What follows belongs to an exercise in optimizing a design on an open flow for small area, a short achievable clock period and few clock cycles per item; a production flow would make more cautious choices.
RTL that was checked went through simulation tests only; none was proved equivalent to the original.
No functional check of the RTL was part of run 2.
Power figures rest on the tool's default switching activity, not on a simulated workload.

## config.mk

```make
export PLATFORM = sky130hd
export DESIGN_NAME = lzw_enc
export DESIGN_NICKNAME = lzw_enc
export VERILOG_FILES = /design/flow/design.v
export SDC_FILE = /design/flow/constraint.sdc
export NUM_CORES = 4
export LEC_CHECK = 0
export CAP_MARGIN = 20
export CORE_MARGIN = 2
export CORE_UTILIZATION = 40
export SLEW_MARGIN = 20
```

## constraint.sdc

```tcl
create_clock -name core_clock -period 10.0 [get_ports {clk}]
set_input_delay 2.0000 -clock core_clock [delete_from_list [all_inputs] [get_ports {clk}]]
set_output_delay 2.0000 -clock core_clock [all_outputs]
set_load 0.01 [all_outputs]
```

## design.v

```verilog
module lzw_enc (
    input  wire       clk,
    input  wire       rst,
    input  wire       in_valid,
    output wire       in_ready,
    input  wire [7:0] in_data,
    input  wire       in_last,
    input  wire       in_fc,
    output wire       out_valid,
    input  wire       out_ready,
    output wire [7:0] out_data,
    output wire       out_last
);
    localparam MAXC    = 384;           
    localparam NBUILT  = MAXC - 258;    
    localparam S_RUN   = 2'd0;          
    localparam S_END   = 2'd1;          
    localparam S_FLUSH = 2'd2;          
    reg [1:0]  state;
    reg [8:0]  next;        
    reg [8:0]  w;           
    reg        w_ok;        
    reg        fc;          
    reg        pending;     
    reg [8:0]  dict_prefix [0:NBUILT-1];
    reg [7:0]  dict_byte   [0:NBUILT-1];
    reg [39:0] pbuf;
    reg [5:0]  pcnt;
    reg        flush;
    wire [NBUILT-1:0] match;
    genvar g;
    generate
        for (g = 0; g < NBUILT; g = g + 1) begin : g_search
            assign match[g] = (next > g + 258) && (dict_prefix[g] == w) &&
                              (dict_byte[g] == in_data);
        end
    endgenerate
    wire [6:0] hit_idx;
    generate
        for (g = 0; g < 7; g = g + 1) begin : g_idx
            wire [NBUILT-1:0] sel;
            genvar j;
            for (j = 0; j < NBUILT; j = j + 1) begin : g_bit
                if (((j >> g) & 1) != 0) begin : g_on
                    assign sel[j] = match[j];
                end else begin : g_off
                    assign sel[j] = 1'b0;
                end
            end
            assign hit_idx[g] = |sel;
        end
    endgenerate
    wire       hit      = |match;
    wire [8:0] hit_code = {2'd0, hit_idx} + 9'd258;
    assign in_ready  = (state == S_RUN) && (pcnt < 6'd8);
    wire   take_in   = in_valid && in_ready;
    assign out_valid = (pcnt >= 6'd8) || (flush && pcnt != 6'd0);
    assign out_data  = pbuf[7:0];
    assign out_last  = flush && (pcnt <= 6'd8);
    wire   take_out  = out_valid && out_ready;
    wire [8:0] new_idx = next - 9'd258;
    reg [26:0] push_bits;
    reg [5:0]  push_n;
    always @(*) begin
        push_bits = 27'd0;
        push_n    = 6'd0;
        if (take_in && w_ok && !hit) begin
            if (pending) begin
                push_bits = {9'd0, 9'd256, w};
                push_n    = 6'd18;
            end else begin
                push_bits = {18'd0, w};
                push_n    = 6'd9;
            end
        end else if (state == S_END && !flush && pcnt < 6'd8) begin
            if (pending) begin
                push_bits = {9'd257, 9'd256, w};
                push_n    = 6'd27;
            end else begin
                push_bits = {9'd0, 9'd257, w};
                push_n    = 6'd18;
            end
        end
    end
    always @(posedge clk) begin
        if (rst) begin
            state   <= S_RUN;
            next    <= 9'd258;
            w       <= 9'd0;
            w_ok    <= 1'b0;
            fc      <= 1'b0;
            pending <= 1'b0;
            pbuf    <= 40'd0;
            pcnt    <= 6'd0;
            flush   <= 1'b0;
        end else begin
            if (push_n != 6'd0) begin
                pbuf <= pbuf | ({13'd0, push_bits} << pcnt);
                pcnt <= pcnt + push_n;
            end else if (take_out) begin
                pbuf <= pbuf >> 8;
                pcnt <= (pcnt >= 6'd8) ? pcnt - 6'd8 : 6'd0;
            end
            case (state)
            S_RUN: begin
                if (take_in) begin
                    if (!w_ok) begin
                        w    <= {1'b0, in_data};
                        w_ok <= 1'b1;
                        fc   <= in_fc;
                    end else if (hit) begin
                        w <= hit_code;
                    end else begin
                        if (pending) begin
                            next    <= 9'd258;
                            pending <= 1'b0;
                        end else if (next < MAXC) begin
                            dict_prefix[new_idx[6:0]] <= w;
                            dict_byte[new_idx[6:0]]   <= in_data;
                            next <= next + 9'd1;
                            if (next == MAXC - 1 && fc)
                                pending <= 1'b1;
                        end
                        w <= {1'b0, in_data};
                    end
                    if (in_last)
                        state <= S_END;
                end
            end
            S_END: begin
                if (!flush && pcnt < 6'd8) begin
                    flush <= 1'b1;
                    state <= S_FLUSH;
                end
            end
            S_FLUSH: begin
                if (take_out && out_last) begin
                    state   <= S_RUN;
                    next    <= 9'd258;
                    w_ok    <= 1'b0;
                    pending <= 1'b0;
                    flush   <= 1'b0;
                end
            end
            default: state <= S_RUN;
            endcase
        end
    end
endmodule
```

## run.sh

```bash
#!/bin/bash
# synth_recipe.tcl (not shown) runs the flow's synth.tcl, then flattens the netlist and writes it again
# the make line also repeats each setting of config.mk as NAME=value (left out here)
make -C /OpenROAD-flow-scripts/flow DESIGN_CONFIG=/design/flow/config.mk WORK_HOME=/design/flow/orfs CLKGATE_MAP_FILE= SYNTH_SCRIPT=/design/flow/synth_recipe.tcl finish
```

==> flow_summary.yaml, run 1 <==
run_status:
  status: "timing/DRC/antenna clean"
grt:
  grt_usage_pct: 23.0
  grt_pass1_wl_um: 413000
  grt_pass1_vias: 53700
  antenna_found_initial: 12
  gr-total-overflow: 0
  grt_max_degree: 94
synthesis:
  synth_common_cells: "edfxtp_1, xnor2_1, xor2_1"
  synth_nets: 6585
  synth_seq_area_share_pct: 67.4
  ys_types: 91
  syn-cell-area_um2: 97500
  yosysTopAreaCell: "edfxtp_1"
  synth_edf_count: 2142
  syn_inst: 6561
  yosysTopAreaCellShare_pct: 66.0
  yosysMostFrequentCell: "edfxtp_1"
  avgSynthCellArea_um2: 14.9
  synthTopCellsByArea: "edfxtp_1, xnor2_1, xor2_1"
  ys.warnings.count: 1
  synth-seq-cells: 2212
  synth_ff_type: "edfxtp_1"
  ys_async_sr_fraction_pct: 0
placement:
  post-place-ws_ns: 1.86
  place_congestion: 1.01
  io_buffer_count: 24
  hpwl_um: 186000
clock_tree:
  clockBufferDepth: 3
  cts_tree: "built"
  cts_root_buffer: "clkbuf_16"
  cts.sinks: 2212
  hold_buffers: 0
  htree_levels: 4
  clk-insertion-delay-late_ns: 0.90
  postCtsSetupBuffers: 0
  post_cts_resized: 0
  path_clk_slew_ns: 0.07
  cts_inserted_buffers: 227
detailed_routing:
  wl_per_cell_um: 28.5
  ant_nets: 0
  drc: 0
  routed_via_density: 5.51
  drtIter0Drc: 5976
  totalWireLength_um: 290000
  via_count: 56200
  dr.pass1.iters: 6
floorplan:
  die_width_um: 498
  core_area_um2: 243000
  ioPinCount: 25
  row_count: 181
  initial_utilization_pct: 40.1
  die_h_um: 498
  dieArea_um2: 248000
final_layout:
  multiInputGateArea_um2: 29700
  syn_to_final_growth_pct: 13.0
  drive_gt1_share_pct: 10.9
  fillCellCount: 21300
  seqCellArea_um2: 65800
  layout.nets: 6813
flow_run:
  max-cap-violations: 0
pwr:
  total_leakage_power_nw: 34.8
  peakVddDrop_v: 0.000159
  p_per_area_nw_per_um2: 188
sta:
  slew_violations: 0
  worst_slack_ns: 2.17
  period_needed_ns: 7.83
  max_freq_mhz: 128
  hold_viol: 0
  setup_viol: 0
  fin_tns_setup_ns: 0
  skew_ns: 0.0828
  max_slew_margin_pct: 13.0
  finalCritPeriodShare_pct: 78.3
  tightestPinTransition_ns: 1.30
  rsz0062_at_grt: "false"
worst_setup_path:
  reg2reg_to: "dict_prefix[70][6]"
  crit_path_max_fanout: 21
  rrSetupSlack_ns: 2.17
  end_kind: "flop"
  reg2reg_from: "next[2]"
  critPathRequiredTime_ns: 10.53
  crit_path_start_kind: "flop"
  critical_path_arrival_ns: 8.36
  rr_worst_depth: 15
  worst-setup-path-type: "reg -> reg"
hold_path:
  whs_path_depth: 2
  hold_path.class: "reg -> reg"
  hold_end: "pbuf[33]"
  hold_start: "pbuf[33]"
==> metal layers <==
layer / track usage [%] / vias to the layer above / wire, um
met4: 7.14 / 4 / 10000
met2: 34.9 / 2142 / 130000
met5: 0 / - / 27
li1: - / 24600 / -
met3: 4.32 / 480 / 21600
met1: 33.2 / 29000 / 129000
==> where the power goes <==
part	internal, mW	switching (mW)
sequential	10.4	0.138
combinational	0.766	1.37
clock	4.50	3.62
total	15.6	5.12
==> flip-flops by register name (all words and copies together) (netlist names), 2 cells and up <==
signal	count
dict_byte	1008
dict_prefix	1134
next	9
pbuf	40
pcnt	6
state	2
w	9
==> logic make-up (layout without fill, tap and decap cells) <==
group / after synthesis / in the layout / synth area share [%]
adders and majority gates: 10 / 10 / 0.136
and+or+nand+nor: 1411 / 1411 / 8.04
buffers and inverters: 393 / 806 / 2.20
DFF: 2212 / 2212 / 67.4
other: 0 / 10 / 0
xor gates and xnor gates: 2147 / 2147 / 19.3
muxes: 16 / 16 / 0.171
AOI/OAI and AO/OA: 372 / 372 / 2.73
==> area by class of cell <==
cell class | instances | area share (%)
Multi-Input combinational cell | 3956 | 27.0
Sequential cell | 2212 | 59.7
Tap cell | 3202 | 3.64
Antenna cell | 10 | 0.0227
Timing Repair Buffer | 368 | 3.12
Clock inverter | 117 | 0.923
Clock buffer | 297 | 5.50
Inverter | 24 | 0.0818
==> worst max-delay path by stage <==
stage | from | to | slack (ns) | cells past startpoint
CTS | next[1] | dict_byte[99][2] | 2.54 | 13
global route | next[2] | dict_byte[99][5] | 2.25 | 14
finish | next[2] | dict_prefix[70][6] | 2.17 | 15
detailed placement | in_data[3] | dict_prefix[70][7] | 1.86 | 17
floorplan | w[6] | dict_byte[115][0] | 3.75 | 17
global placement | in_data[3] | dict_prefix[70][7] | 1.89 | 17
==> layout by cell type, fill, tap and decap left out, drive strengths merged, types with 16 or more instances in the layout <==
master	instances
a211oi	28
a21oi	65
a22oi	17
a31oi	24
and2	17
and3	23
buf	351
clkbuf	298
clkdlybuf4s50	16
clkinv	101
dfxtp	70
edfxtp	2142
inv	29
nand2	135
nand3	160
nand4	350
nor2	246
nor3	158
nor4	185
o2111ai	23
o211ai	31
o21ai	68
o221a	17
or3	22
xnor2	1428
xor2	719
==> critical path, cell delays in order, from the launching register on <==
cell,delay (ns)
dfxtp_1,1.00
buf_4,0.44
nand2_1,0.18
nor3b_1,1.08
a2111oi_0,0.27
nand3_1,0.37
o2111ai_1,0.17
nor4_1,0.68
nand3_1,0.39
nor4_4,0.29
buf_4,0.31
nand3_1,0.43
or3_2,0.73
buf_4,0.25
nor2_1,0.49
buf_4,0.38
==> metrics by stage <==
step / util, % / hold slack, ns / instance area, um2 / power [mW] / std cells
floorplan: - / 0.437 / 97500 / 12.1 / 6561
global route: 45.3 / 0.493 / 110000 / 21.4 / 10200
finish: 45.3 / 0.468 / 110000 / 20.7 / 10200
detailed placement: 42.4 / 0.462 / 103000 / 12.8 / 9760
CTS: 45.3 / 0.470 / 110000 / 20.9 / 10200
global placement: 42.4 / 0.445 / 103000 / 12.8 / 9760
Testbench counts, summed over its fixed seeds: cycles 143,056, items 85,491.
==> inputs of run 2 (changes only) <==
==> design.v (replaced) <==
module lzw_enc (
    input  wire       clk,
    input  wire       rst,
    input  wire       in_valid,
    output wire       in_ready,
    input  wire [7:0] in_data,
    input  wire       in_last,
    input  wire       in_fc,
    output wire       out_valid,
    input  wire       out_ready,
    output wire [7:0] out_data,
    output wire       out_last
);
    localparam PB = 56;    
    localparam TH = 22;    
    reg        kv, kl, kf;      
    reg  [7:0] kd;
    reg        sv, sl, sf;      
    reg  [7:0] sd;
    assign in_ready = ~sv;
    wire take_in = in_valid & ~sv;
    reg  [8:0] w;       
    reg        wv;      
    reg        tl;      
    reg        fc;      
    reg        pend;    
    reg  [7:0] nx;      
    reg  [8:0] dp [2:127];
    reg  [7:0] db [2:127];
    reg        ev;      
    reg  [8:0] ec;      
    reg        eclr;    
    reg        etl;     
    reg  [PB-1:0]   pb;
    reg  [5:0]      pc;
    reg  [PB/8-1:0] lb;      
    reg             ov;
    assign out_valid = ov;
    assign out_data  = pb[7:0];
    assign out_last  = lb[0];
    wire [5:0] e_room = !ev ? 6'd0 :
                        (eclr & etl) ? 6'd34 :
                        etl ? 6'd25 :
                        eclr ? 6'd18 : 6'd9;
    wire stall = ({1'b0, pc} + {1'b0, e_room}) > TH;
    wire go    = kv & ~stall;       
    wire tgo   = tl & ~stall;       
    wire [127:0] m;
    assign m[1:0] = 2'b00;
    genvar g;
    generate
        for (g = 2; g < 128; g = g + 1) begin : g_ent
            assign m[g] = (nx > g) && (dp[g] == w) && (db[g] == kd);
            always @(posedge clk)
                if (nx == g) begin
                    dp[g] <= w;
                    db[g] <= kd;
                end
        end
    endgenerate
    wire hit = |m;
    wire [6:0] hj;
    generate
        for (g = 0; g < 7; g = g + 1) begin : g_enc
            wire [127:0] sel;
            genvar j;
            for (j = 0; j < 128; j = j + 1) begin : g_b
                if (((j >> g) & 1) != 0) begin : g_on
                    assign sel[j] = m[j];
                end else begin : g_off
                    assign sel[j] = 1'b0;
                end
            end
            assign hj[g] = |sel;
        end
    endgenerate
    wire miss = go & wv & ~hit;
    wire [26:0] ebits = {(eclr & etl) ? 9'd257 : 9'd0,
                         eclr ? 9'd256 : (etl ? 9'd257 : 9'd0),
                         ec};
    wire [5:0]  e_n   = !ev ? 6'd0 :
                        (eclr & etl) ? 6'd27 :
                        (eclr | etl) ? 6'd18 : 6'd9;
    wire [PB-1:0] merged = pb | ({{(PB-27){1'b0}}, ebits} << pc);
    wire [6:0]  pc_s  = {1'b0, pc} + {1'b0, e_n};
    wire [6:0]  pc_r  = (ev & etl) ? ((pc_s + 7'd7) & 7'h78) : pc_s;
    wire [2:0]  lastb = pc_r[5:3] - 3'd1;
    wire [PB/8-1:0] lb_m = lb | ((ev & etl) ? ({{(PB/8-1){1'b0}}, 1'b1} << lastb) : {PB/8{1'b0}});
    wire pop = ov & out_ready;
    wire [6:0]  pc_n  = pop ? pc_r - 7'd8 : pc_r;
    always @(posedge clk) begin
        if (rst) begin
            kv   <= 1'b0;
            sv   <= 1'b0;
            wv   <= 1'b0;
            tl   <= 1'b0;
            pend <= 1'b0;
            nx   <= 8'd2;
            ev   <= 1'b0;
            ec   <= 9'd0;
            eclr <= 1'b0;
            etl  <= 1'b0;
            pb   <= {PB{1'b0}};
            pc   <= 6'd0;
            lb   <= {PB/8{1'b0}};
            ov   <= 1'b0;
        end else begin
            if (go || !kv) begin
                if (sv) begin
                    kd <= sd; kl <= sl; kf <= sf;
                    sv <= 1'b0;
                end else begin
                    kd <= in_data; kl <= in_last; kf <= in_fc;
                    kv <= take_in;
                end
            end else if (take_in) begin
                sd <= in_data; sl <= in_last; sf <= in_fc;
                sv <= 1'b1;
            end
            if (go) begin
                if (!wv) begin
                    w    <= {1'b0, kd};
                    fc   <= kf;
                    nx   <= 8'd2;
                    pend <= 1'b0;
                end else if (hit) begin
                    w <= {1'b1, 1'b0, hj};
                end else begin
                    w <= {1'b0, kd};
                    if (pend) begin
                        nx   <= 8'd2;
                        pend <= 1'b0;
                    end else if (!nx[7]) begin
                        nx <= nx + 8'd1;
                        if (nx == 8'd127 && fc)
                            pend <= 1'b1;
                    end
                end
                wv <= ~kl;
            end
            if (go && kl)
                tl <= 1'b1;
            else if (tgo)
                tl <= 1'b0;
            ev   <= miss | tgo;
            ec   <= (miss | tgo) ? w : 9'd0;
            eclr <= (miss | tgo) & pend;
            etl  <= tgo;
            pb <= pop ? (merged >> 8) : merged;
            lb <= pop ? (lb_m >> 1) : lb_m;
            pc <= pc_n[5:0];
            ov <= (pc_n >= 7'd8);
        end
    end
endmodule
==> run 2 against run 1 <==
Effect of this change: die area up 1.7%; count of clock-buffer cells in the layout fell by 20; sequential share of layout area up 0.46 points; non-clock buffer count is 82 lower; sequential cell count grew 55; area after synthesis is 1.7% higher; sequential power hardly changed; critical endpoint is now pend; largest cell class unchanged; largest power group unchanged.
==> flow_summary.yaml, run 2 <==
worst_setup_path:
  crit_slowest_cell: "nor2b_1"
  crit_path_start_kind: "flop"
  cpPeakStageDelay_ns: 0.90
  critPathRequiredTime_ns: 10.79
  path_cells: "inv_1, ha_1, nand2b_1, nor2b_1, nor2_1, o2111ai_1, o41ai_1, a2111oi_0, nand4_1, o41a_1, nor3_1, mux2i_1"
  end_kind: "flop"
  worst-setup-path-type: "reg -> reg"
  crit_family: "simple AND/OR/NAND/NOR gates"
  crit_path_max_fanout: 21
  worstPathBufferInverterCount: 1
  critical_path_arrival_ns: 7.01
hold_path:
  hold_path.class: "reg -> reg"
final_layout:
  final_common_cell: "edfxtp_1"
  layout.nets: 6811
  postLayoutCellArea_um2: 112000
  syn_to_final_growth_pct: 12.4
  largest_reg_flops: 1134
  most-common-layout-cells: "edfxtp_1, xnor2_1, xor2_1"
  stdcell_count: 10300
  drive_gt1_share_pct: 9.54
sta:
  tightestPinTransition_ns: 1.24
  finalCritPeriodShare_pct: 62.2
  hold_viol: 0
  setup_viol: 0
  rsz0062_at_grt: "false"
  skew_ns: 0.0960
  max_freq_mhz: 161
  fin_tns_setup_ns: 0
  period_needed_ns: 6.22
  max_slew_margin_pct: 17.0
  worst_slack_ns: 3.78
  slew_violations: 0
synthesis:
  syn_inst: 6607
  synth_ff_type: "edfxtp_1"
  avgSynthCellArea_um2: 15.0
  ys_async_sr_fraction_pct: 0
  yosysTopAreaCellShare_pct: 65.8
  synth_seq_area_share_pct: 67.7
  ys_types: 93
  ys.warnings.count: 3
  yosysMostFrequentCell: "edfxtp_1"
  syn-cell-area_um2: 99200
  synth_nets: 6645
  yosysTopAreaCell: "edfxtp_1"
  synthTopCellsByArea: "edfxtp_1, xnor2_1, xor2_1"
  synth-seq-cells: 2267
  synth_edf_count: 2172
  synth_common_cells: "edfxtp_1, xnor2_1, xor2_1"
detailed_routing:
  ant_nets: 0
  via_count: 54700
  routed_via_density: 5.32
  totalWireLength_um: 256000
  wl_per_cell_um: 24.9
  drtIter0Drc: 5164
  dr.pass1.iters: 8
  drc: 0
placement:
  dpl_cell_area_um2: 104000
  post-place-ws_ns: 3.83
  io_buffer_count: 24
  dp.cells: 9852
  hpwl_um: 152000
  place_congestion: 0.891
floorplan:
  initial_utilization_pct: 40.3
  row_count: 182
  die_h_um: 502
  core_area_um2: 246000
  die_width_um: 502
  ioPinCount: 25
  dieArea_um2: 252000
clock_tree:
  clk-insertion-delay-late_ns: 0.89
  cts_inserted_buffers: 231
  post_cts_resized: 0
  hold_buffers: 0
  postCtsSetupBuffers: 0
  cts_tree: "built"
  cts.sinks: 2267
  cts_root_buffer: "clkbuf_16"
  htree_levels: 4
  clockBufferDepth: 3
  path_clk_slew_ns: 0.07
grt:
  grt_max_degree: 103
  grt_pass1_wl_um: 375000
  grtUsageMet3_pct: 3.08
  grt-busiest-layer: "met2"
  grt_usage_pct: 20.1
  antenna_found_initial: 8
  use_met2_pct: 32.6
  gr-total-overflow: 0
  use_met1_pct: 27.5
  grt_pass1_vias: 53600
pwr:
  total_leakage_power_nw: 34.8
  peakVddDrop_v: 0.000195
  p_per_area_nw_per_um2: 186
  p_total_mw: 20.7
flow_run:
  max-cap-violations: 0
run_status:
  status: "timing/DRC/antenna clean"
run 2: cell count changes after synthesis, moves of 35 or more:
cell and delta:
xor2_1 +172, xnor2_1 -166, buf_2 -103, buf_4 +84, nand3_1 -68, nor4_1 +57, a211oi_1 +35
run 2: cell families after synthesis:
kind of cell / synth area share [%]
XOR/XNOR: 19.0
multiplexers: 0.380
AO/OA/AOI/OAI: 2.69
flip-flops: 67.7
buffers and inverters: 2.36
adder cells (fa/ha/maj): 0.318
AND/OR/NAND/NOR: 7.53
run 2: final timing paths:
path	from	endpoint	slack [ns]	depth (start not counted)
max	nx[1]	pend	3.78	12
min reg2reg	lb[6]	lb[6]	0.46	2
min	lb[6]	lb[6]	0.46	2
max reg2reg	nx[1]	pend	3.78	12
run 2: metal layers:
| layer | vias to the layer above | wire [um] | part of all wire (%) |
|---|---|---|---|
| li1 | 24600 | - | - |
| met1 | 28100 | 112000 | 44 |
| met2 | 1665 | 121000 | 47 |
| met3 | 395 | 14900 | 5.8 |
| met4 | 0 | 8230 | 3.2 |
| met5 | - | 0 | 0 |
run 2: power breakdown:
| group | total [mW] | switching [mW] | internal [mW] |
|---|---|---|---|
| combinational | 1.49 | 0.996 | 0.497 |
| sequential | 10.5 | 0.0450 | 10.5 |
| clock | 8.66 | 3.73 | 4.93 |
| total | 20.7 | 4.77 | 15.9 |
run 2: area by class of cell:
class                           instances  area (um2)
Clock inverter                        154        1670
Fill cell                           21400      135000
Timing Repair Buffer                  286        2620
Multi-Input combinational cell       3955       29800
Sequential cell                      2267       67100
Clock buffer                          277        5970
Tap cell                             3312        4140
Antenna cell                            1        2.50
Inverter                               32         120
run 2: metrics by stage:
stage                     hold WS [ns]  util (%)
after detailed placement         0.449      42.2
after global placement           0.436      42.2
after global routing             0.470      45.3
after CTS                        0.459      45.3
final                            0.460      45.3
after floorplan                  0.400         -
run 2: tightest hold or removal path, delay by kind of cell, from the launching register on:
kind | cells | cell delay (ns)
compound gates | 1 | 0.05
flops | 1 | 0.31
simple gates | 1 | 0.07
==> inputs of run 3 (changes only) <==
--- a/design.v
+++ b/design.v
@@ -11,8 +11,7 @@
     output wire [7:0] out_data,
     output wire       out_last
 );
-    localparam PB = 56;    
-    localparam TH = 22;    
+    localparam PB = 48;    
     reg        kv, kl, kf;      
     reg  [7:0] kd;
     reg        sv, sl, sf;      
@@ -42,17 +41,33 @@
                         (eclr & etl) ? 6'd34 :
                         etl ? 6'd25 :
                         eclr ? 6'd18 : 6'd9;
-    wire stall = ({1'b0, pc} + {1'b0, e_room}) > TH;
-    wire go    = kv & ~stall;       
-    wire tgo   = tl & ~stall;       
+    wire [6:0] fill = {1'b0, pc} + {1'b0, e_room};
+    wire stall_s = fill > (pend ? PB - 18 : PB - 9);
+    wire stall_t = fill > PB - 34;
+    wire tgo   = tl & ~stall_t;                     
+    wire go    = kv & (tl ? ~stall_t : ~stall_s);   
+    wire [15:0] grp_gt, grp_eq;
+    wire [7:0]  pos_gt, pos_eq;
+    genvar g;
+    generate
+        for (g = 0; g < 16; g = g + 1) begin : g_grp
+            assign grp_gt[g] = nx[7] | (nx[6:3] > g);
+            assign grp_eq[g] = ~nx[7] & (nx[6:3] == g);
+        end
+        for (g = 0; g < 8; g = g + 1) begin : g_pos
+            assign pos_gt[g] = nx[2:0] > g;
+            assign pos_eq[g] = nx[2:0] == g;
+        end
+    endgenerate
     wire [127:0] m;
     assign m[1:0] = 2'b00;
-    genvar g;
     generate
         for (g = 2; g < 128; g = g + 1) begin : g_ent
-            assign m[g] = (nx > g) && (dp[g] == w) && (db[g] == kd);
+            wire vld = grp_gt[g >> 3] | (grp_eq[g >> 3] & pos_gt[g & 7]);
+            wire wen = grp_eq[g >> 3] & pos_eq[g & 7];
+            assign m[g] = vld && (dp[g] == w) && (db[g] == kd);
             always @(posedge clk)
-                if (nx == g) begin
+                if (wen) begin
                     dp[g] <= w;
                     db[g] <= kd;
                 end
==> flow/run.sh (new file) <==
#!/bin/bash
# The standard layout (standard.sh), with repair_timing aiming for a larger setup margin.
set -euo pipefail
sed 's/SETUP_SLACK_MARGIN=[0-9.]*/SETUP_SLACK_MARGIN=7/' standard.sh > standard_margin.sh
bash standard_margin.sh > standard.log 2>&1
==> standard.sh (new file) <==
#!/bin/bash
# synth_recipe.tcl (not shown) runs the flow's synth.tcl, then flattens the netlist and writes it again
# the make line also repeats each setting of config.mk as NAME=value (left out here)
make -C /OpenROAD-flow-scripts/flow DESIGN_CONFIG=/design/flow/config.mk WORK_HOME=/design/flow/orfs CLKGATE_MAP_FILE= SYNTH_SCRIPT=/design/flow/synth_recipe.tcl "${@:-finish}"
--- a/config.mk
+++ b/config.mk
@@ -5,7 +5,9 @@
 export SDC_FILE = /design/flow/constraint.sdc
 export NUM_CORES = 4
 export LEC_CHECK = 0
+export ABC_CLOCK_PERIOD_IN_PS = 3000
 export CAP_MARGIN = 20
 export CORE_MARGIN = 2
-export CORE_UTILIZATION = 40
+export CORE_UTILIZATION = 50
+export SETUP_SLACK_MARGIN = 5
 export SLEW_MARGIN = 20
removed: run.sh
==> run 3 against run 2 <==
Effect of this change: area after synthesis grew 0.97%; critical path depth grew 2; final area grew 9.3%; cell count grew 0.14%; first-iteration DRC count grew 87%; via count grew 20%; non-clock buffer count grew 432; worst setup slack gained 2.1 ns; still clean on timing, DRC and antenna; register-to-register slack gained 2.1 ns; die area shrank 19%.
==> flow_summary.yaml, run 3 <==
clock_tree:
  clockBufferDepth: 3
  path_clk_slew_ns: 0.06
  cts_root_buffer: "clkbuf_16"
  cts_tree: "built"
  cts_inserted_buffers: 234
  htree_levels: 4
  cts.sinks: 2258
  clk-insertion-delay-late_ns: 0.92
  hold_buffers: 0
grt:
  antenna_found_initial: 23
  grt_max_degree: 69
  grt_pass1_wl_um: 519000
  gr-total-overflow: 0
  grt_usage_pct: 37.1
  grt_pass1_vias: 61200
sta:
  skew_ns: 0.0651
  hold_viol: 0
  fin_tns_setup_ns: 0
  setup_viol: 0
  finalCritPeriodShare_pct: 40.8
  rsz0062_at_grt: "true"
  max_freq_mhz: 245
  max_slew_margin_pct: 13.7
  tightestPinTransition_ns: 1.28
  slew_violations: 0
  period_needed_ns: 4.08
worst_setup_path:
  crit_path_max_fanout: 11
  path_cells: "buf_6, buf_16, buf_16, xor2_1, nor4_1, nand2_1, nor3_1, or4_4, nor4_4, nand4_1, nor4_4, buf_6, nor2_4, mux2_4"
  end_kind: "flop"
  critical_path_arrival_ns: 4.75
  worstPathBufferInverterCount: 4
  cpPeakStageDelay_ns: 0.55
  critPathRequiredTime_ns: 10.67
  crit_slowest_cell: "or4_4"
  crit_family: "simple AND/OR/NAND/NOR gates"
  worst-setup-path-type: "reg -> reg"
  crit_path_start_kind: "flop"
final_layout:
  fillCellCount: 15000
  stdcell_count: 10300
  largest_reg_flops: 1134
  most-common-layout-cells: "edfxtp_1, xnor2_1, xor2_1"
  layout.nets: 7482
  postLayoutCoreUtil_pct: 61.1
  syn_to_final_growth_pct: 21.7
  drive_gt1_share_pct: 18.8
  final_common_cell: "edfxtp_1"
run_status:
  status: "timing/DRC/antenna clean"
synthesis:
  syn_inst: 6834
  yosysTopAreaCellShare_pct: 65.1
  synth_top_family_by_area: "XOR/XNOR gates"
  synth_common_cells: "edfxtp_1, xnor2_1, xor2_1"
  synth_xor_xnor_area_share_pct: 18.9
  synthTopCellsByArea: "edfxtp_1, xnor2_1, xor2_1"
  syn-cell-area_um2: 100000
  yosysMostFrequentCell: "edfxtp_1"
  synth_edf_count: 2172
  ys_async_sr_fraction_pct: 0
  synth_seq_area_share_pct: 66.9
  ys.warnings.count: 3
  synth_nets: 6877
  ys_types: 86
  yosysTopAreaCell: "edfxtp_1"
  synthMuxAreaShare_pct: 0.439
  synth-seq-cells: 2258
  synth_ff_type: "edfxtp_1"
  synthAdderAreaFrac_pct: 0.377
  avgSynthCellArea_um2: 14.7
  synthSimpleGateAreaFrac_pct: 8.76
  synth_compound_gate_area_share_pct: 2.54
floorplan:
  ioPinCount: 25
  initial_utilization_pct: 50.2
  row_count: 164
  die_h_um: 451
  die_width_um: 451
  dieArea_um2: 204000
  core_area_um2: 199000
placement:
  place_congestion: 1.02
  io_buffer_count: 24
  hpwl_um: 171000
  dp.cells: 9439
pwr:
  total_leakage_power_nw: 40.4
  p_per_area_nw_per_um2: 173
  p_total_mw: 21.1
  peakVddDrop_v: 0.000176
detailed_routing:
  drc: 0
  via_count: 65900
  drtIter0Drc: 9649
  ant_nets: 0
  wl_per_cell_um: 37.5
  dr.pass1.iters: 6
  totalWireLength_um: 386000
  routed_via_density: 6.40
flow_run:
  max-cap-violations: 0
hold_path:
  hold_path.class: "reg -> reg"
-- run 3: final timing paths --
kind               start  slack [ns]  depth (start not counted)      to
hold reg to reg   pb[47]        0.47                          2  pb[47]
setup / recovery    w[3]        5.92                         14    w[3]
setup reg to reg    w[3]        5.92                         14    w[3]
hold / removal    pb[47]        0.47                          2  pb[47]
-- run 3: where the power goes --
group | switching [mW] | leakage, nW | internal [mW]
logic | 1.39 | 16.7 | 0.831
clock network | 3.78 | 3.52 | 4.64
registers | 0.0433 | 20.3 | 10.5
total | 5.21 | 40.4 | 15.9
-- run 3: through the flow --
step	area, um2	hold slack [ns]	setup slack (ns)
after floorplan	101000	0.400	5.21
after global placement	105000	0.439	4.41
after detailed placement	105000	0.454	4.49
after CTS	121000	0.470	6.13
after global routing	122000	0.520	5.94
final	122000	0.470	5.92
-- run 3: final cells by class --
type / count / area (um2) / share of cell area (%)
Sequential cell: 2258 / 67000 / 55.0
Timing Repair Buffer: 718 / 10600 / 8.67
Clock inverter: 128 / 1070 / 0.878
Clock buffer: 304 / 6180 / 5.08
Inverter: 28 / 115 / 0.0945
Multi-Input combinational cell: 4199 / 33600 / 27.6
Tap cell: 2656 / 3320 / 2.73
Antenna cell: 7 / 17.5 / 0.0144
-- run 3: what timing repair did --
action | CTS | global route
setup endpoints to repair | 378 | 129
buffers inserted | 222 | 68
cloned | 122 | 8
gates resized for setup | 628 | 124
pin swaps | 78 | 35
-- run 3: kinds of logic (layout without fill, tap and decap cells) --
kind of cell,count (synthesis),count (layout)
compound gates,378,378
flops,2258,2258
xor+xnor,2156,2156
mux,34,34
other cells,0,7
fa+ha+maj,29,29
buf+inv,377,1178
simple gates,1602,1602
-- run 3: tightest hold or removal path: stages (launching register included) --
cell	delay, ns
dfxtp_1	0.31
a211oi_1	0.05
nor2_1	0.07
-- run 3: routing by layer --
| layer | vias to the layer above | GRT usage (%) | wire (um) |
|---|---|---|---|
| met1 | 33900 | 50.4 | 146000 |
| met3 | 1068 | 8.56 | 44200 |
| met2 | 4416 | 55.3 | 169000 |
| li1 | 26500 | - | - |
| met4 | 22 | 20.8 | 25900 |
| met5 | - | 0 | 183 |
Testbench counts of run 3, summed over its fixed seeds: cycles 87,734, items 85,491.
==> inputs of run 4 (changes only) <==
--- a/config.mk
+++ b/config.mk
@@ -11,3 +11,4 @@
 export CORE_UTILIZATION = 50
 export SETUP_SLACK_MARGIN = 5
 export SLEW_MARGIN = 20
+export TNS_END_PERCENT = 10
==> run 4 against run 3 <==
Effect of this change: cell count is 1.6% lower; total power down 0.58%; global-route usage shrank 3.5 points; largest power group unchanged; sequential cell count unchanged; still clean on timing, DRC and antenna; die area did not move; fmax down 1.1%; count of clock-buffer cells in the layout down 26.
==> flow_summary.yaml, run 4 <==
synthesis:
  ys_types: 86
  ys.warnings.count: 3
  syn_inst: 6834
  ys_async_sr_fraction_pct: 0
  yosysTopAreaCell: "edfxtp_1"
  yosysTopAreaCellShare_pct: 65.1
  yosysMostFrequentCell: "edfxtp_1"
  synthTopCellsByArea: "edfxtp_1, xnor2_1, xor2_1"
  avgSynthCellArea_um2: 14.7
  synth_ff_type: "edfxtp_1"
  synth_seq_area_share_pct: 66.9
  synth_nets: 6877
  synth_common_cells: "edfxtp_1, xnor2_1, xor2_1"
  synth_edf_count: 2172
  syn-cell-area_um2: 100000
  synth-seq-cells: 2258
pwr:
  peakVddDrop_v: 0.000166
  power_frac_comb_pct: 9.2
  p_int_mw: 16.0
  switching_share_pct: 24.0
  p_clk_share_pct: 40.8
  power_switching_mw: 5.05
  power_frac_seq_pct: 50.0
  total_leakage_power_nw: 38.7
  p_per_area_nw_per_um2: 177
placement:
  place_congestion: 1.01
  hpwl_um: 172000
  dpl_cell_area_um2: 104000
  dp.cells: 9456
  io_buffer_count: 24
floorplan:
  row_count: 164
  core_area_um2: 199000
  dieArea_um2: 204000
  die_h_um: 451
  die_width_um: 451
  initial_utilization_pct: 50.2
  ioPinCount: 25
run_status:
  status: "timing/DRC/antenna clean"
clock_tree:
  path_clk_slew_ns: 0.06
  cts_root_buffer: "clkbuf_16"
  cts_inserted_buffers: 231
  cts_tree: "built"
  htree_levels: 4
  cts.sinks: 2258
  hold_buffers: 0
  clockBufferDepth: 3
  clk-insertion-delay-late_ns: 0.92
sta:
  finalCritPeriodShare_pct: 41.3
  skew_ns: 0.0586
  hold_ws_ns: 0.469
  hold_viol: 0
  max_slew_margin_pct: 23.9
  max_freq_mhz: 242
  setup_viol: 0
  slew_violations: 0
  rsz0062_at_grt: "true"
  tightestPinTransition_ns: 1.13
  fin_tns_setup_ns: 0
  period_needed_ns: 4.13
hold_path:
  hold_start: "pb[45]"
  hold_end: "pb[45]"
  hold_path.class: "reg -> reg"
  whs_path_depth: 2
detailed_routing:
  ant_nets: 0
  drtIter0Drc: 8774
  dr.pass1.iters: 6
  wl_per_cell_um: 34.8
  routed_via_density: 6.22
  totalWireLength_um: 352000
  drc: 0
  via_count: 63000
flow_run:
  max-cap-violations: 0
worst_setup_path:
  crit_family: "simple AND/OR/NAND/NOR gates"
  end_kind: "flop"
  crit_slowest_cell: "o21ai_0"
  cp_common_cell: "nand4_1"
  path_depth: 12
  worst-setup-path-type: "reg -> reg"
  critical_path_arrival_ns: 4.77
  rr_worst_depth: 12
  cpPeakStageDelay_ns: 0.69
  worstPathBufferInverterCount: 2
  rrSetupSlack_ns: 5.87
  crit_path_max_fanout: 29
  crit_path_start_kind: "flop"
  reg2reg_to: "w[1]"
  critPathRequiredTime_ns: 10.64
  path_cells: "buf_4, nor2b_1, nand2_2, o21ai_0, nand4_1, nand4_1, nor3_1, and4_1, nand4_1, buf_4, nand2_2, mux2_2"
  reg2reg_from: "nx[4]"
final_layout:
  layout.nets: 7310
  most-common-layout-cells: "edfxtp_1, xnor2_1, xor2_1"
  drive_gt1_share_pct: 15.6
  final_common_cell: "edfxtp_1"
  postLayoutCellArea_um2: 118000
  stdcell_count: 10100
  largest_reg_flops: 1134
  syn_to_final_growth_pct: 18.3
grt:
  grt_max_degree: 84
  grt_usage_pct: 33.6
  gr-total-overflow: 0
  antenna_found_initial: 30
  grt_pass1_wl_um: 478000
  grt_pass1_vias: 59100
-- run 4: worst max path at each step --
stage / startpoint / to / slack [ns]
finish: nx[4] / w[1] / 5.87
global placement: kd[1] / ec[8] / 4.45
CTS: kd[6] / w[1] / 6.11
floorplan: w[0] / w[3] / 5.21
detailed placement: kd[1] / w[3] / 4.47
global route: etl / pend / 5.90
-- run 4: stage by stage --
step / setup WS [ns] / util [%] / power, mW
final: 5.87 / 59.4 / 21.0
after global routing: 5.90 / 59.4 / 21.5
after CTS: 6.11 / 58.9 / 21.0
after detailed placement: 4.47 / 52.4 / 12.1
after global placement: 4.45 / 52.4 / 12.1
after floorplan: 5.21 / - / 11.7
-- run 4: repair_timing --
| item | in CTS | in global routing |
|---|---|---|
| setup buffers | 97 | 48 |
| setup endpoints to repair | 348 | 139 |
| pin swaps | 41 | 32 |
| resized for setup | 478 | 86 |
| cloned | 78 | 11 |
-- run 4: cells by family (layout without fill, tap and decap cells) --
family	Yosys count	after routing	synth area share [%]
simple gates	1602	1602	8.76
buf+inv	377	1007	2.15
mux	34	34	0.439
xor+xnor	2156	2156	18.9
fa+ha+maj	29	29	0.377
flops	2258	2258	66.9
compound gates	378	378	2.54
other cells	0	9	0
-- run 4: worst min-delay path: cells and delay by family (launching register included) --
kind            cells  cell delay, ns
compound gates      1            0.05
flops               1            0.31
simple gates        1            0.07
-- run 4: area by class of cell --
type / count / area [um2]
clock buffer: 278 / 5980
tap: 2656 / 3320
clock inverter: 152 / 1460
multi-input combinational: 4199 / 32900
inverter: 28 / 113
antenna: 9 / 22.5
fill: 15300 / 81000
sequential: 2258 / 67000
timing repair buffer: 549 / 7670
-- run 4: power by group through the flow --
stage	Sequential [mW]	Combinational [mW]	Clock, mW
floorplan	10.8	0.936	0
global placement	10.7	1.41	0
detailed placement	10.7	1.42	0
CTS	10.5	1.82	8.64
global route	10.5	2.02	9.02
finish	10.5	1.94	8.57
-- run 4: routing by layer --
layer | vias up | GRT usage (%) | share of wire, %
li1 | 26100 | - | -
met1 | 32400 | 47.4 | 40
met5 | - | 0 | 0.032
met4 | 18 | 13.7 | 4.9
met2 | 3700 | 50.5 | 44
met3 | 790 | 7.69 | 11
==> inputs of run 5 (changes only) <==
==> flow/run.sh (replaced) <==
#!/bin/bash
# The standard layout (standard.sh), with repair_timing aiming for a larger setup margin.
set -euo pipefail
sed 's/SETUP_SLACK_MARGIN=[0-9.]*/SETUP_SLACK_MARGIN=8/' standard.sh > standard_margin.sh
bash standard_margin.sh > standard.log 2>&1
--- a/config.mk
+++ b/config.mk
@@ -11,4 +11,3 @@
 export CORE_UTILIZATION = 50
 export SETUP_SLACK_MARGIN = 5
 export SLEW_MARGIN = 20
-export TNS_END_PERCENT = 10
==> run 5 against run 4 <==
Effect of this change: still clean; utilization up 5.2 points; sequential power about the same; worst setup slack better by 0.11 ns; area after synthesis stayed put; critical endpoint is now nx[1]; highest routed layer unchanged.
==> flow_summary.yaml, run 5 <==
run_status:
  status: "timing/DRC/antenna clean"
synthesis:
  synth-seq-cells: 2258
  synthAdderAreaFrac_pct: 0.377
  avgSynthCellArea_um2: 14.7
  synthTopCellsByArea: "edfxtp_1, xnor2_1, xor2_1"
  synth_common_cells: "edfxtp_1, xnor2_1, xor2_1"
  synth_xor_xnor_area_share_pct: 18.9
  ys.warnings.count: 3
  synthSimpleGateAreaFrac_pct: 8.76
  syn-cell-area_um2: 100000
  synth_top_family_by_area: "XOR/XNOR gates"
  yosysTopAreaCell: "edfxtp_1"
  synth_compound_gate_area_share_pct: 2.54
  synthMuxAreaShare_pct: 0.439
  ys_types: 86
  yosysTopAreaCellShare_pct: 65.1
  ys_async_sr_fraction_pct: 0
  syn_inst: 6834
  synth_ff_type: "edfxtp_1"
  yosysMostFrequentCell: "edfxtp_1"
  synth_edf_count: 2172
  synth_nets: 6877
  synth_seq_area_share_pct: 66.9
clock_tree:
  hold_buffers: 0
  cts_tree: "built"
  cts_root_buffer: "clkbuf_16"
  htree_levels: 4
  clockBufferDepth: 3
  cts_inserted_buffers: 232
  clk-insertion-delay-late_ns: 0.92
  cts.sinks: 2258
  path_clk_slew_ns: 0.07
floorplan:
  initial_utilization_pct: 50.2
  die_h_um: 451
  core_area_um2: 199000
  die_width_um: 451
  ioPinCount: 25
  row_count: 164
  dieArea_um2: 204000
worst_setup_path:
  crit_path_start_kind: "flop"
  cp-startpoint: "nx[5]"
  critical_path_arrival_ns: 4.82
  rrSetupSlack_ns: 5.98
  end_kind: "flop"
  reg2reg_to: "nx[1]"
  crit_path_max_fanout: 22
  critPathRequiredTime_ns: 10.80
  worst-setup-path-type: "reg -> reg"
  reg2reg_from: "nx[5]"
  rr_worst_depth: 13
grt:
  gr-total-overflow: 0
  antenna_found_initial: 16
  grt_pass1_wl_um: 503000
  grt_usage_pct: 35.6
  grt_max_degree: 52
  grt_pass1_vias: 61600
detailed_routing:
  totalWireLength_um: 379000
  ant_nets: 0
  routed_via_density: 6.31
  dr.pass1.iters: 6
  via_count: 66700
  drtIter0Drc: 9136
  drc: 0
  wl_per_cell_um: 35.9
pwr:
  total_leakage_power_nw: 42.9
  p_total_mw: 21.6
  p_per_area_nw_per_um2: 168
  peakVddDrop_v: 0.000189
sta:
  tightestPinTransition_ns: 1.24
  max_freq_mhz: 249
  hold_viol: 0
  rsz0062_at_grt: "true"
  skew_ns: 0.0588
  worst_slack_ns: 5.98
  slew_violations: 0
  max_slew_margin_pct: 16.9
  setup_viol: 0
  finalCritPeriodShare_pct: 40.2
  period_needed_ns: 4.02
  fin_tns_setup_ns: 0
hold_path:
  hold_start: "pb[44]"
  hold_end: "pb[44]"
  whs_path_depth: 2
  hold_path.class: "reg -> reg"
final_layout:
  layout.nets: 7746
  drive_gt1_share_pct: 26.5
  largest_reg_flops: 1134
  fillCellCount: 14000
  syn_to_final_growth_pct: 28.8
  final_common_cell: "edfxtp_1"
  most-common-layout-cells: "edfxtp_1, xnor2_1, xor2_1"
placement:
  place_congestion: 1.01
  io_buffer_count: 24
  post-place-ws_ns: 4.38
  hpwl_um: 170000
flow_run:
  max-cap-violations: 0
-- run 5: cell counts after synthesis --
No cell type changed its count.
-- run 5: cell families after synthesis --
group                    count (synthesis)
flip-flops                            2258
AO/OA/AOI/OAI                          378
adder cells (fa/ha/maj)                 29
buffers and inverters                  377
XOR/XNOR                              2156
AND/OR/NAND/NOR                       1602
multiplexers                            34
-- run 5: per-stage QoR --
| stage | area, um2 | hold WS [ns] | utilization [%] | cells |
|---|---|---|---|---|
| finish | 129000 | 0.466 | 64.6 | 10600 |
| global route | 129000 | 0.483 | 64.6 | 10600 |
| CTS | 125000 | 0.475 | 62.5 | 10300 |
| detailed placement | 105000 | 0.458 | 52.7 | 9325 |
| global placement | 105000 | 0.449 | 52.7 | 9323 |
| floorplan | 103000 | 0.400 | - | 6834 |
-- run 5: how the worst max path moves through the flow --
stage	to	slack, ns	cells after the start
2_1_floorplan	w[3]	5.21	12
3_3_place_gp	ec[8]	4.40	13
3_5_place_dp	ec[8]	4.38	13
4_1_cts	w[3]	6.21	12
5_1_grt	w[3]	6.03	13
6_report	nx[1]	5.98	13
-- run 5: area by class of cell --
type	count	area, um2	area share (%)
clock inverters	137	1360	1.06
flip-flops and latches	2258	67000	52.0
inverters	28	135	0.105
diodes	13	32.5	0.0252
multi-input cells	4206	36400	28.2
clock buffers	293	6080	4.71
repair buffers	977	14600	11.3
well taps	2656	3320	2.58
-- run 5: worst max-delay path, cell delays in order (launching register included) --
cell and delay, ns:
dfxtp_2 0.40, buf_12 0.21, nand3b_1 0.44, o31ai_2 0.75, nor4b_1 0.49, o2bb2a_4 0.23
nor4b_4 0.13, buf_4 0.19, nand4_1 0.11, nor4_2 0.06, a41oi_2 0.42, buf_4 0.21
o21bai_4 0.07, o32a_1 0.18
-- run 5: power breakdown --
part	leakage [nW]	switching, mW	internal [mW]	total, mW
combinational	19.1	1.52	0.986	2.51
clock	3.59	3.77	4.82	8.58
sequential	20.3	0.0553	10.5	10.5
total	42.9	5.35	16.3	21.6
-- run 5: what timing repair did --
| action | in CTS | in global routing |
|---|---|---|
| gates resized for setup | 815 | 369 |
| gates cloned | 112 | 30 |
| buffers inserted | 430 | 228 |
| hold endpoints to repair | 0 | 0 |
| endpoints found under the setup margin | 2433 | 1593 |
| pin swaps | 280 | 159 |
-- run 5: layer usage --
metal  global-route usage (%)  up-vias  wire [um]  part of all wire, %
met2                     53.2     4465     166000                   44
met5                        0        -         70                0.018
met4                     18.4       10      24600                  6.5
li1                         -    27100          -                    -
met3                     9.54     1116      45700                   12
met1                     48.0    34100     142000                   38
==> inputs of run 6 (changes only) <==
--- a/config.mk
+++ b/config.mk
@@ -9,5 +9,9 @@
 export CAP_MARGIN = 20
 export CORE_MARGIN = 2
 export CORE_UTILIZATION = 50
+export CTS_BUF_LIST = sky130_fd_sc_hd__clkbuf_16
+export CTS_CLUSTER_DIAMETER = 60
+export CTS_CLUSTER_SIZE = 30
 export SETUP_SLACK_MARGIN = 5
 export SLEW_MARGIN = 20
+export TNS_END_PERCENT = 5
==> run 6 against run 5 <==
Effect of this change: fmax barely moved; final area fell by 5.4%; largest cell class unchanged; combinational power shrank 8.0%; sequential share of layout area rose by 3.0 points; clock power fell by 14%; count of clock-buffer cells in the layout decreased by 122; via count shrank 3.2%; die area stayed put; worst hold slack gained 0.019 ns; critical path depth did not move; routed wire length decreased by 4.4%.
==> flow_summary.yaml, run 6 <==
grt:
  antenna_found_initial: 24
  use_met1_pct: 48.0
  grt_usage_pct: 34.7
  use_met2_pct: 51.8
  grt-busiest-layer: "met2"
  grt_pass1_wl_um: 492000
  grt_pass1_vias: 59600
  grt_max_degree: 62
  grtUsageMet3_pct: 8.18
  gr-total-overflow: 0
sta:
  skew_ns: 0.0415
  max_freq_mhz: 249
  setup_viol: 0
  slew_violations: 0
  period_needed_ns: 4.02
  max_slew_margin_pct: 16.0
  rsz0062_at_grt: "true"
  tightestPinTransition_ns: 1.25
  fin_tns_setup_ns: 0
  finalCritPeriodShare_pct: 40.2
  hold_viol: 0
flow_run:
  max-cap-violations: 0
pwr:
  p_per_area_nw_per_um2: 166
  peakVddDrop_v: 0.000184
  total_leakage_power_nw: 40.3
worst_setup_path:
  crit_slowest_cell: "or4_4"
  path_cells: "buf_4, nor2_2, nor2_1, o2111ai_1, nor2_2, nor3_4, nand4_1, or4_4, nor4_4, buf_6, a31oi_4, buf_8, nor3b_4"
  worstPathBufferInverterCount: 3
  worst-setup-path-type: "reg -> reg"
  cpPeakStageDelay_ns: 0.57
  crit_path_start_kind: "flop"
  cp_common_cell: "nor2_2"
  end_kind: "flop"
  critPathRequiredTime_ns: 10.78
  crit_path_max_fanout: 11
  critical_path_arrival_ns: 4.80
  crit_family: "simple AND/OR/NAND/NOR gates"
floorplan:
  core_area_um2: 199000
  ioPinCount: 25
  initial_utilization_pct: 50.2
  die_h_um: 451
  die_width_um: 451
  dieArea_um2: 204000
  row_count: 164
final_layout:
  final_common_cell: "edfxtp_1"
  stdcell_count: 10300
  most-common-layout-cells: "edfxtp_1, xnor2_1, xor2_1"
  largest_reg_flops: 1134
  layout.nets: 7486
  syn_to_final_growth_pct: 21.8
  drive_gt1_share_pct: 21.6
clock_tree:
  clockBufferDepth: 3
  cts_inserted_buffers: 167
  htree_levels: 4
  cts_root_buffer: "clkbuf_16"
  clk-insertion-delay-late_ns: 0.87
  path_clk_slew_ns: 0.08
  cts.sinks: 2258
  hold_buffers: 0
  cts_tree: "built"
detailed_routing:
  drc: 0
  routed_via_density: 6.30
  totalWireLength_um: 362000
  ant_nets: 0
  dr.pass1.iters: 6
  via_count: 64600
  wl_per_cell_um: 35.3
  drtIter0Drc: 9730
synthesis:
  yosysTopAreaCell: "edfxtp_1"
  synthTopCellsByArea: "edfxtp_1, xnor2_1, xor2_1"
  synth_nets: 6877
  ys_types: 86
  ys_async_sr_fraction_pct: 0
  yosysTopAreaCellShare_pct: 65.1
  yosysMostFrequentCell: "edfxtp_1"
  syn_inst: 6834
  synth_seq_area_share_pct: 66.9
  synth_edf_count: 2172
  synth_ff_type: "edfxtp_1"
  avgSynthCellArea_um2: 14.7
  syn-cell-area_um2: 100000
  ys.warnings.count: 3
  synth-seq-cells: 2258
  synth_common_cells: "edfxtp_1, xnor2_1, xor2_1"
placement:
  io_buffer_count: 24
  place_congestion: 0.999
  dp.cells: 9445
  hpwl_um: 167000
hold_path:
  hold_path.class: "reg -> reg"
run_status:
  status: "timing/DRC/antenna clean"
[run 6: cell counts after synthesis]
No cell type changed its count.
[run 6: report_power, final]
| part | internal [mW] | switching, mW |
|---|---|---|
| logic | 0.898 | 1.41 |
| registers | 10.4 | 0.0506 |
| clock network | 3.56 | 3.83 |
| total | 14.9 | 5.29 |
[run 6: path summary, 6_finish.rpt]
| kind | from | endpoint | slack [ns] | cells past startpoint |
|---|---|---|---|---|
| worst min-delay path | pb[44] | pb[44] | 0.49 | 2 |
| worst max-delay path | nx[1] | ec[8] | 5.98 | 13 |
| worst min register to register | pb[44] | pb[44] | 0.49 | 2 |
| worst max register to register | nx[1] | ec[8] | 5.98 | 13 |
[run 6: routing by layer]
| metal | share of wire [%] | vias to the layer above |
|---|---|---|
| met2 | 44 | 4117 |
| li1 | - | 26500 |
| met3 | 12 | 929 |
| met5 | 0.029 | - |
| met1 | 39 | 33000 |
| met4 | 5.7 | 16 |
[run 6: final cells by class]
type,count,area (um2)
Inverter,28,131
Timing Repair Buffer,786,11100
Antenna cell,11,27.5
Tap cell,2656,3320
Clock inverter,141,1630
Clock buffer,171,4280
Sequential cell,2258,67000
Multi-Input combinational cell,4202,34500
Fill cell,14800,77500
[run 6: worst register-to-register path, cell delays in order, from the launching register on]
cell and delay [ns]:
dfxtp_4 0.39, buf_4 0.17, nor2_2 0.42, nor2_1 0.32
o2111ai_1 0.28, nor2_2 0.16, nor3_4 0.41, nand4_1 0.24
or4_4 0.57, nor4_4 0.28, buf_6 0.19, a31oi_4 0.16
buf_8 0.20, nor3b_4 0.16
[run 6: timing repair]
action / CTS / global route
setup endpoints to repair: 2536 / 2267
pin swaps: 92 / 90
gates resized for setup: 703 / 248
setup buffers: 242 / 119
cloned: 106 / 17
[run 6: logic make-up (layout without fill, tap and decap cells)]
kind of cell / count (synthesis) / in the layout / share of synthesized area, %
muxes: 34 / 34 / 0.439
DFF: 2258 / 2258 / 66.9
AOI/OAI and AO/OA: 378 / 378 / 2.54
adders and majority gates: 29 / 29 / 0.377
buffers and inverters: 377 / 1126 / 2.15
other: 0 / 11 / 0
xor gates and xnor gates: 2156 / 2156 / 18.9
and+or+nand+nor: 1602 / 1605 / 8.76
[run 6: per-stage QoR]
step	util, %	worst slack [ns]	instance area [um2]	hold WS, ns	total power, mW
2_1_floorplan	-	5.21	102000	0.400	11.8
3_3_place_gp	52.6	4.50	105000	0.439	12.2
3_5_place_dp	52.7	4.69	105000	0.449	12.2
4_1_cts	59.9	6.15	119000	0.472	20.0
5_1_grt	61.1	6.01	122000	0.517	20.7
6_report	61.1	5.98	122000	0.485	20.2
==> inputs of run 7 (changes only) <==
==> flow/run.sh (replaced) <==
#!/bin/bash
# The standard layout (standard.sh), with repair_timing aiming for a larger setup margin.
set -euo pipefail
sed 's/SETUP_SLACK_MARGIN=[0-9.]*/SETUP_SLACK_MARGIN=6.5/' standard.sh > standard_margin.sh
bash standard_margin.sh > standard.log 2>&1
--- a/config.mk
+++ b/config.mk
@@ -14,4 +14,4 @@
 export CTS_CLUSTER_SIZE = 30
 export SETUP_SLACK_MARGIN = 5
 export SLEW_MARGIN = 20
-export TNS_END_PERCENT = 5
+export TNS_END_PERCENT = 10
==> run 7 against run 6 <==
Effect of this change: first-iteration DRC count is 14% lower; fmax down 3.1%; combinational power fell by 14%; via count shrank 3.3%; die area did not move; critical path depth unchanged; sequential power about the same; global-route usage fell by 0.80 points; routed wire length down 3.1%; worst hold slack worse by 0.010 ns; register-to-register slack got worse by 0.13 ns; worst setup slack got worse by 0.13 ns; critical endpoint is now w[4]; largest cell class unchanged.
==> flow_summary.yaml, run 7 <==
synthesis:
  synthTopCellsByArea: "edfxtp_1, xnor2_1, xor2_1"
  synth_top_family_by_area: "XOR/XNOR gates"
  ys.warnings.count: 3
  yosysTopAreaCell: "edfxtp_1"
  yosysTopAreaCellShare_pct: 65.1
  ys_async_sr_fraction_pct: 0
  synth_xor_xnor_area_share_pct: 18.9
  synth_edf_count: 2172
  synth_compound_gate_area_share_pct: 2.54
  synth_ff_type: "edfxtp_1"
  avgSynthCellArea_um2: 14.7
  synthAdderAreaFrac_pct: 0.377
  synth_nets: 6877
  ys_types: 86
  synth-seq-cells: 2258
  syn-cell-area_um2: 100000
  synth_common_cells: "edfxtp_1, xnor2_1, xor2_1"
  syn_inst: 6834
  synthSimpleGateAreaFrac_pct: 8.76
  synthMuxAreaShare_pct: 0.439
  synth_seq_area_share_pct: 66.9
  yosysMostFrequentCell: "edfxtp_1"
placement:
  dp.cells: 9483
  hpwl_um: 175000
  io_buffer_count: 24
  place_congestion: 1.02
  dpl_cell_area_um2: 105000
clock_tree:
  cts.sinks: 2258
  htree_levels: 4
  clk-insertion-delay-late_ns: 0.87
  cts_root_buffer: "clkbuf_16"
  cts_tree: "built"
  path_clk_slew_ns: 0.08
  clockBufferDepth: 3
  cts_inserted_buffers: 161
final_layout:
  largest_reg_flops: 1134
  stdcell_count: 10100
  syn_to_final_growth_pct: 17.2
  layout.nets: 7335
  drive_gt1_share_pct: 16.2
  final_common_cell: "edfxtp_1"
  postLayoutCoreUtil_pct: 58.9
  postLayoutCellArea_um2: 117000
  most-common-layout-cells: "edfxtp_1, xnor2_1, xor2_1"
detailed_routing:
  dr.pass1.iters: 6
  drtIter0Drc: 8397
  drc: 0
  via_count: 62500
  totalWireLength_um: 351000
  routed_via_density: 6.19
  ant_nets: 0
  wl_per_cell_um: 34.8
sta:
  finalCritPeriodShare_pct: 41.5
  slew_violations: 0
  tightestPinTransition_ns: 1.16
  hold_viol: 0
  rsz0062_at_grt: "true"
  skew_ns: 0.0345
  setup_viol: 0
  fin_tns_setup_ns: 0
  max_slew_margin_pct: 22.6
  period_needed_ns: 4.15
  max_freq_mhz: 241
grt:
  grt_pass1_wl_um: 480000
  gr-total-overflow: 0
  grt_pass1_vias: 58500
  grt_usage_pct: 33.9
  antenna_found_initial: 14
  grt_max_degree: 56
floorplan:
  die_width_um: 451
  ioPinCount: 25
  die_h_um: 451
  dieArea_um2: 204000
  row_count: 164
  core_area_um2: 199000
  initial_utilization_pct: 50.2
worst_setup_path:
  crit_slowest_cell: "nand4_1"
  cp_common_cell: "buf_4"
  crit_path_max_fanout: 25
  cpPeakStageDelay_ns: 0.59
  crit_path_start_kind: "flop"
  critPathRequiredTime_ns: 10.62
  worst-setup-path-type: "reg -> reg"
  end_kind: "flop"
  critical_path_arrival_ns: 4.77
  path_cells: "buf_4, buf_4, bufbuf_16, xor2_1, nor3_1, nand4_1, nand4bb_1, nor4_2, nand2_2, nor4_4, buf_12, nor2_2, mux2_2"
flow_run:
  max-cap-violations: 0
pwr:
  peakVddDrop_v: 0.000176
  p_per_area_nw_per_um2: 167
  total_leakage_power_nw: 38.3
hold_path:
  hold_path.class: "reg -> reg"
run_status:
  status: "timing/DRC/antenna clean"
## run 7: cell counts after synthesis
No cell type changed its count.
## run 7: cell type report
type / instances / area (um2)
well taps: 2656 / 3320
clock buffers: 163 / 4080
inverters: 28 / 110
fillers: 15400 / 82100
repair buffers: 644 / 8710
multi-input cells: 4199 / 32700
flip-flops and latches: 2258 / 67000
diodes: 7 / 17.5
clock inverters: 138 / 1510
## run 7: metal layers
| layer | track usage, % | part of all wire [%] | up-vias |
|---|---|---|---|
| met5 | 0 | 0.012 | - |
| met4 | 16.0 | 5.6 | 8 |
| met3 | 7.84 | 9.9 | 755 |
| met2 | 50.8 | 44 | 3328 |
| met1 | 47.0 | 40 | 32300 |
| li1 | - | - | 26100 |
## run 7: worst max-delay path, delay by kind of cell, from the launching register on
kind                      cells  cell delay, ns
xor gates and xnor gates      1            0.20
buffers and inverters         4            0.86
muxes                         1            0.35
and+or+nand+nor               7            1.96
DFF                           1            0.52
## run 7: cell families (layout without fill, tap and decap cells)
kind of cell | Yosys count | after routing
flip-flops | 2258 | 2258
XOR/XNOR | 2156 | 2156
AND/OR/NAND/NOR | 1602 | 1602
AO/OA/AOI/OAI | 378 | 378
buffers and inverters | 377 | 973
multiplexers | 34 | 34
adder cells (fa/ha/maj) | 29 | 29
other | 0 | 7
## run 7: through the flow
step | power (mW) | setup WS (ns) | hold slack, ns
2_1_floorplan | 11.7 | 5.21 | 0.400
3_3_place_gp | 12.1 | 4.73 | 0.439
6_report | 19.5 | 5.85 | 0.475
5_1_grt | 20.0 | 5.85 | 0.488
3_5_place_dp | 12.1 | 4.74 | 0.452
4_1_cts | 19.5 | 6.01 | 0.468
## run 7: worst paths after layout
check	startpoint	to	slack, ns	cells past startpoint
setup reg to reg	w[2]	w[4]	5.85	13
hold / removal	pb[44]	pb[44]	0.47	2
hold reg to reg	pb[44]	pb[44]	0.47	2
setup / recovery	w[2]	w[4]	5.85	13
## run 7: report_power, final
group / total [mW] / internal (mW) / switching [mW]
combinational: 1.99 / 0.723 / 1.26
clock: 7.08 / 3.39 / 3.69
sequential: 10.5 / 10.4 / 0.0453
## run 7: what timing repair did
item | 4_1_cts | 5_1_grt
cloned | 84 | 6
resized for setup | 422 | 88
hold buffers | 0 | 0
endpoints found under the setup margin | 131 | 109
buffers inserted | 156 | 55
pin swaps | 52 | 39
==> inputs of run 8 (changes only) <==
==> flow/run.sh (replaced) <==
#!/bin/bash
# The standard layout (standard.sh), with repair_timing aiming for a larger setup margin.
set -euo pipefail
sed 's/SETUP_SLACK_MARGIN=[0-9.]*/SETUP_SLACK_MARGIN=7/' standard.sh > standard_margin.sh
bash standard_margin.sh > standard.log 2>&1
--- a/config.mk
+++ b/config.mk
@@ -8,7 +8,7 @@
 export ABC_CLOCK_PERIOD_IN_PS = 3000
 export CAP_MARGIN = 20
 export CORE_MARGIN = 2
-export CORE_UTILIZATION = 50
+export CORE_UTILIZATION = 65
 export CTS_BUF_LIST = sky130_fd_sc_hd__clkbuf_16
 export CTS_CLUSTER_DIAMETER = 60
 export CTS_CLUSTER_SIZE = 30
==> run 8 against run 7 <==
Effect of this change: via count grew 6.4%; register-to-register slack gained 0.12 ns; cell count shrank 5.5%; utilization increased by 19 points; synthesized cell count did not move; global-route usage increased by 12 points; non-clock buffer count rose by 96; count of clock-buffer cells in the layout fell by 13; total power is 1.9% lower; largest power group unchanged; highest routed layer unchanged; still clean on timing, DRC and antenna.
==> flow_summary.yaml, run 8 <==
run_status:
  status: "timing/DRC/antenna clean"
synthesis:
  synth_nets: 6877
  syn_inst: 6834
  syn-cell-area_um2: 100000
  ys_types: 86
  synth_common_cells: "edfxtp_1, xnor2_1, xor2_1"
  yosysTopAreaCell: "edfxtp_1"
  synth_seq_area_share_pct: 66.9
  yosysTopAreaCellShare_pct: 65.1
  synthTopCellsByArea: "edfxtp_1, xnor2_1, xor2_1"
  avgSynthCellArea_um2: 14.7
  yosysMostFrequentCell: "edfxtp_1"
  ys.warnings.count: 3
  synth_edf_count: 2172
  synth_ff_type: "edfxtp_1"
  synth-seq-cells: 2258
  ys_async_sr_fraction_pct: 0
placement:
  dp.cells: 8826
  dpl_cell_area_um2: 104000
  post-place-ws_ns: 4.67
  hpwl_um: 160000
  io_buffer_count: 24
  place_congestion: 1.03
floorplan:
  dieArea_um2: 157000
  initial_utilization_pct: 65.2
  ioPinCount: 25
  die_h_um: 396
  row_count: 144
  core_area_um2: 154000
  die_width_um: 396
final_layout:
  stdcell_count: 9541
  most-common-layout-cells: "edfxtp_1, xnor2_1, xor2_1"
  layout.nets: 7411
  final_common_cell: "edfxtp_1"
  fillCellCount: 8880
  postLayoutCoreUtil_pct: 77.4
  postLayoutCellArea_um2: 119000
  syn_to_final_growth_pct: 18.7
  drive_gt1_share_pct: 18.2
  largest_reg_flops: 1134
pwr:
  peakVddDrop_v: 0.000193
  p_int_mw: 14.3
  power_switching_mw: 4.84
  switching_share_pct: 25.2
  total_leakage_power_nw: 39.4
  power_frac_seq_pct: 54.6
  p_total_mw: 19.2
  power_frac_comb_pct: 11.3
  p_clk_share_pct: 34.1
  p_per_area_nw_per_um2: 161
grt:
  grt_usage_pct: 45.7
  gr-total-overflow: 0
  grt_max_degree: 61
  grt_pass1_wl_um: 493000
  grt_pass1_vias: 62200
  antenna_found_initial: 18
detailed_routing:
  totalWireLength_um: 361000
  drc: 0
  ant_nets: 0
  via_count: 66500
  drtIter0Drc: 11700
  dr.pass1.iters: 10
  wl_per_cell_um: 37.9
  routed_via_density: 6.96
sta:
  worst_slack_ns: 5.97
  max_slew_margin_pct: 13.5
  rsz0062_at_grt: "true"
  hold_viol: 0
  period_needed_ns: 4.03
  finalCritPeriodShare_pct: 40.3
  slew_violations: 0
  max_freq_mhz: 248
  tightestPinTransition_ns: 1.29
  setup_viol: 0
  hold_ws_ns: 0.464
  skew_ns: 0.0430
  fin_tns_setup_ns: 0
clock_tree:
  path_clk_slew_ns: 0.08
  cts.sinks: 2258
  cts_tree: "built"
  clk-insertion-delay-late_ns: 0.84
  htree_levels: 4
  clockBufferDepth: 3
  cts_inserted_buffers: 141
  cts_root_buffer: "clkbuf_16"
worst_setup_path:
  critPathRequiredTime_ns: 10.58
  crit_path_max_fanout: 40
  rrSetupSlack_ns: 5.97
  end_kind: "flop"
  critical_path_arrival_ns: 4.61
  rr_worst_depth: 13
  worst-setup-path-type: "reg -> reg"
  crit_path_start_kind: "flop"
  reg2reg_from: "w[5]"
  reg2reg_to: "w[4]"
hold_path:
  hold_end: "pb[46]"
  hold_path.class: "reg -> reg"
  whs_path_depth: 2
  hold_start: "pb[46]"
flow_run:
  max-cap-violations: 0
run 8: cell types whose count changed in the layout (fill, tap and decap cells not counted), moves of 14 or more:
cell	change
nor4_4	+15
buf_4	+46
nor3_1	-25
buf_16	+41
buf_12	+14
nor3_2	+15
nor2_1	-15
clkbuf_16	-14
run 8: power by group through the flow:
stage | Sequential, mW | Combinational, mW | Clock, mW
after floorplan | 10.8 | 0.936 | 0
after global placement | 10.7 | 1.36 | 0
after detailed placement | 10.7 | 1.39 | 0
after CTS | 10.5 | 1.99 | 6.51
after global routing | 10.5 | 2.21 | 6.84
final | 10.5 | 2.17 | 6.53
run 8: timing repair:
action | in CTS | in global routing
hold buffers | 0 | 0
endpoints found under the hold margin | 0 | 0
cloned | 121 | 5
buffers inserted | 224 | 93
pin swaps | 103 | 77
setup endpoints to repair | 269 | 123
resized for setup | 594 | 142
run 8: how the worst max path moves through the flow:
stage,slack (ns),start,cells after the start,to
global route,5.98,kd[3],15,w[4]
floorplan,5.21,w[0],12,w[3]
detailed placement,4.67,w[6],12,w[3]
finish,5.97,w[5],13,w[4]
CTS,6.18,etl,19,pend
global placement,4.43,w[0],12,w[4]
run 8: cell type report:
cell class	count	area, um2	share of cell area (%)
clock buffers	150	3750	3.16
flip-flops and latches	2258	67000	56.4
clock inverters	108	1170	0.985
repair buffers	740	10600	8.93
well taps	2044	2560	2.15
multi-input cells	4199	33600	28.3
inverters	28	110	0.0927
diodes	14	35.0	0.0295
run 8: metal layers:
| metal | GRT usage (%) | up-vias | wire [um] | part of all wire (%) |
|---|---|---|---|---|
| met5 | 0 | - | 161 | 0.045 |
| met4 | 27.9 | 18 | 27600 | 7.6 |
| met3 | 15.6 | 1394 | 56500 | 16 |
| met2 | 64.7 | 5731 | 152000 | 42 |
| met1 | 61.1 | 33000 | 125000 | 35 |
| li1 | - | 26300 | - | - |
run 8: kinds of logic (layout without fill, tap and decap cells):
kind of cell               count (synthesis)  after routing  synth area share (%)
AOI/OAI and AO/OA                        378            378                  2.54
xor gates and xnor gates                2156           2156                  18.9
adders and majority gates                 29             29                 0.377
buffers and inverters                    377           1026                  2.15
DFF                                     2258           2258                  66.9
muxes                                     34             34                 0.439
other                                      0             14                     0
and+or+nand+nor                         1602           1602                  8.76
run 8: critical path, cell delays in order (launching register included):
cell,delay [ns]
edfxtp_1,0.40
buf_12,0.18
buf_4,0.18
buf_4,0.18
buf_16,0.31
xor2_1,0.21
nor4_1,0.07
nand3_1,0.14
o22ai_2,0.22
nor2_2,0.25
nand3_2,0.28
nor4_1,0.32
nand4_1,0.53
mux2_4,0.48

-- what the ideal ports hide --
In the flow no input, the clock included, has a driving cell. The finished layouts below were timed again as built, in two steps.
Step 1 sets driving cells, clkbuf_16 on the clock port and buf_2 on the other inputs (assumed; they add their load-dependent delay and slew).
Step 2 also shifts input and output timing later by t, the mid clock arrival at the registers, as if the neighbouring blocks saw the same clock.
Slacks: no drivers / after step 1 / after step 2; pairs: no drivers / after step 1.
| run | t, ns | setup slack, ns |
|---|---|---|
| run 1 | 0.949 | 2.167 / 2.167 / 1.480 |
| run 2 | 0.949 | 3.781 / 3.781 / 3.781 |
| run 3 | 0.991 | 5.917 / 5.917 / 5.917 |
| run 4 | 0.991 | 5.870 / 5.870 / 5.870 |
| run 5 | 0.987 | 5.977 / 5.977 / 5.977 |
| run 6 | 0.947 | 5.977 / 5.977 / 5.977 |
| run 7 | 0.944 | 5.847 / 5.847 / 5.847 |
| run 8 | 0.911 | 5.968 / 5.968 / 5.968 |
After both steps setup and hold are still met in every run listed.
